From an optimization exercise on the open Yosys and OpenROAD flow, aimed at small area, a short achievable clock period and few clock cycles; shortcuts taken in it are not production practice.

Design dgs_sha256, start of the top module:
module dgs_sha256 (
    input  wire         clk,
    input  wire         rst,         
    input  wire         start,
    input  wire         load_state,
    input  wire         partial,
    input  wire [255:0] state_in,    
    input  wire [63:0]  count_in,    
    output wire         idle,
    input  wire         in_valid,
    output wire         in_ready,
    input  wire [31:0]  in_data,     
    input  wire         in_last,
    input  wire [2:0]   in_nbytes,   
    output reg          done,
    output wire         err,
    output wire [255:0] digest,
    output wire [63:0]  count_out
);
    localparam [255:0] IV = {32'h6a09e667, 32'hbb67ae85, 32'h3c6ef372, 32'ha54ff53a,
                             32'h510e527f, 32'h9b05688c, 32'h1f83d9ab, 32'h5be0cd19};
    function [31:0] rotr(input [31:0] x, input integer n);
        rotr = (x >> n) | (x << (32 - n));
    endfunction
    function [31:0] cs_add(input [31:0] x, input [31:0] y);
        reg [16:0] lo;
        reg [15:0] hi0, hi1;
        begin
            lo  = {1'b0, x[15:0]} + {1'b0, y[15:0]};
            hi0 = x[31:16] + y[31:16];
            hi1 = x[31:16] + y[31:16] + 16'd1;
            cs_add = {lo[16] ? hi1 : hi0, lo[15:0]};
        end
    endfunction
    function [31:0] bk_add(input [31:0] x, input [31:0] y);
        reg [31:0] p, g, p0;
        integer i, j;
        begin
            p = x ^ y;
            g = x & y;
            p0 = p;
            for (i = 1; i <= 5; i = i + 1)
                for (j = 2**i - 1; j < 32; j = j + 2**i) begin
                    g[j] = g[j] | (p[j] & g[j - 2**(i-1)]);
                    p[j] = p[j] & p[j - 2**(i-1)];
                end
            for (i = 5; i > 0; i = i - 1)
                for (j = 2**i + 2**(i-1) - 1; j < 32; j = j + 2**i) begin
                    g[j] = g[j] | (p[j] & g[j - 2**(i-1)]);
  ...
Settings: LEC_CHECK=0, CAP_MARGIN=20, CORE_MARGIN=2, CORE_UTILIZATION=50, SETUP_SLACK_MARGIN=5, SLEW_MARGIN=20; clock period 10.0 ns.
standard.sh (not shown) runs the stock make flow with config.mk's settings and CLKGATE_MAP_FILE= SYNTH_SCRIPT=/design/flow/synth_recipe.tcl, a recipe that flattens the netlist after the stock synthesis.
==> flow/flow/run.sh <==
#!/bin/bash
# The standard layout, with the port buffers made of the smallest buffer cell
# and a clock tree of smaller buffers without dummy loads.
set -euo pipefail
export BUFFER_PORTS_ARGS="-buffer_cell sky130_fd_sc_hd__buf_1"
export CTS_ARGS="-sink_clustering_enable -repair_clock_nets -dont_use_dummy_load -buf_list sky130_fd_sc_hd__clkbuf_4"
bash standard.sh > standard.log 2>&1
The baseline completed with no timing, DRC or antenna violations.
==> next run, changes <==
--- a/flow/design.v
+++ b/flow/design.v
@@ -14,32 +14,22 @@
     input  wire [2:0]   in_nbytes,   
     output reg          done,
     output wire         err,
     output wire [255:0] digest,
     output wire [63:0]  count_out
 );
     localparam [255:0] IV = {32'h6a09e667, 32'hbb67ae85, 32'h3c6ef372, 32'ha54ff53a,
                              32'h510e527f, 32'h9b05688c, 32'h1f83d9ab, 32'h5be0cd19};
     function [31:0] rotr(input [31:0] x, input integer n);
         rotr = (x >> n) | (x << (32 - n));
     endfunction
-    function [31:0] cs_add(input [31:0] x, input [31:0] y);
-        reg [16:0] lo;
-        reg [15:0] hi0, hi1;
-        begin
-            lo  = {1'b0, x[15:0]} + {1'b0, y[15:0]};
-            hi0 = x[31:16] + y[31:16];
-            hi1 = x[31:16] + y[31:16] + 16'd1;
-            cs_add = {lo[16] ? hi1 : hi0, lo[15:0]};
-        end
-    endfunction
     function [31:0] bk_add(input [31:0] x, input [31:0] y);
         reg [31:0] p, g, p0;
         integer i, j;
         begin
             p = x ^ y;
             g = x & y;
             p0 = p;
             for (i = 1; i <= 5; i = i + 1)
                 for (j = 2**i - 1; j < 32; j = j + 2**i) begin
                     g[j] = g[j] | (p[j] & g[j - 2**(i-1)]);
                     p[j] = p[j] & p[j - 2**(i-1)];
@@ -157,30 +147,30 @@
     wire [31:0] big_s0 = rotr(a, 2) ^ rotr(a, 13) ^ rotr(a, 22);
     wire [31:0] ch     = (e & f) ^ (~e & g);
     wire [31:0] maj    = (a & b) ^ (a & c) ^ (b & c);
     wire [31:0] a1s = hkw ^ big_s1 ^ ch;
     wire [31:0] a1c = {((hkw & big_s1) | (hkw & ch) | (big_s1 & ch)), 1'b0} ;
     wire [31:0] a2s = big_s0 ^ maj ^ m0;
     wire [31:0] a2c = {((big_s0 & maj) | (big_s0 & m0) | (maj & m0)), 1'b0};
     wire [31:0] a3s = a1s ^ a1c ^ a2s;
     wire [31:0] a3c = {((a1s & a1c) | (a1s & a2s) | (a1c & a2s)), 1'b0};
     wire [31:0] a4s = a3s ^ a3c ^ a2c;
     wire [31:0] a4c = {((a3s & a3c) | (a3s & a2c) | (a3c & a2c)), 1'b0};
-    wire [31:0] a_n = cs_add(a4s, a4c);
+    wire [31:0] a_n = a4s + a4c;
     wire [31:0] e1s = hkw ^ d ^ m4;
     wire [31:0] e1c = {((hkw & d) | (hkw & m4) | (d & m4)), 1'b0};
     wire [31:0] e2s = e1s ^ e1c ^ big_s1;
     wire [31:0] e2c = {((e1s & e1c) | (e1s & big_s1) | (e1c & big_s1)), 1'b0};
     wire [31:0] e3s = e2s ^ e2c ^ ch;
     wire [31:0] e3c = {((e2s & e2c) | (e2s & ch) | (e2c & ch)), 1'b0};
-    wire [31:0] e_n = cs_add(e3s, e3c);
+    wire [31:0] e_n = e3s + e3c;
     wire [3:0]  lo_n = {1'b0, tot[2:0]} + {1'b0, nbytes};
     reg  [60:0] pre;             
     reg  [60:0] inc_m;
     integer     ii, ll;
     always @(*) begin
         pre = tot[63:3];
         for (ll = 0; ll < 6; ll = ll + 1)
             for (ii = 0; ii < 61; ii = ii + 1)
                 if (ii[ll])
                     pre[ii] = pre[ii] & pre[((ii >> ll) << ll) - 1];
         inc_m = {pre[59:0] & {60{lo_n[3]}}, lo_n[3]};
=>
- The changed run completed with no timing, DRC or antenna violations
- non-clock buffer count increases by 16
- cell count barely changes
- global-route usage increases by 1.1 points
- wire length increases by 3.2%
- worst hold slack degrades by 0.021 ns
- register-to-register slack degrades by 0.03 ns
- utilization increases by 0.56 points
- count of clock-buffer cells in the layout stays the same
- area after synthesis decreases by 0.41%
Function was not checked in any run of this note: the RTL went through the layout flow alone.

## what the ideal ports hide
The flow's constraints put no driver on any port. The routed layouts listed below were extracted and timed again, unchanged, in two steps.
Step 1 assumes that a clkbuf_16 drives the clock port and a buf_2 every other input.
Step 2 times the ports against the registers' clock, not the clock port: input delays grow and output delays shrink by t, the midpoint of the rising clock arrivals with the driver on.
Slacks: no drivers / after step 1 / after step 2; pairs: no drivers / after step 1.
run	shift t [ns]	setup WS [ns]	hold slack, ns	worst setup path at the end	pins driven straight from the clock port
the first run	1.347	4.674 / 4.674 / 4.178	0.335 / 0.335 / 0.335	input to register	1
the second run	1.296	4.649 / 4.649 / 4.290	0.314 / 0.314 / 0.314	input to register	1
After both steps every run listed still meets setup and hold. The setup slack of the first run, which loses most, moves by 0.000 ns with the drivers and by -0.496 ns with both steps.
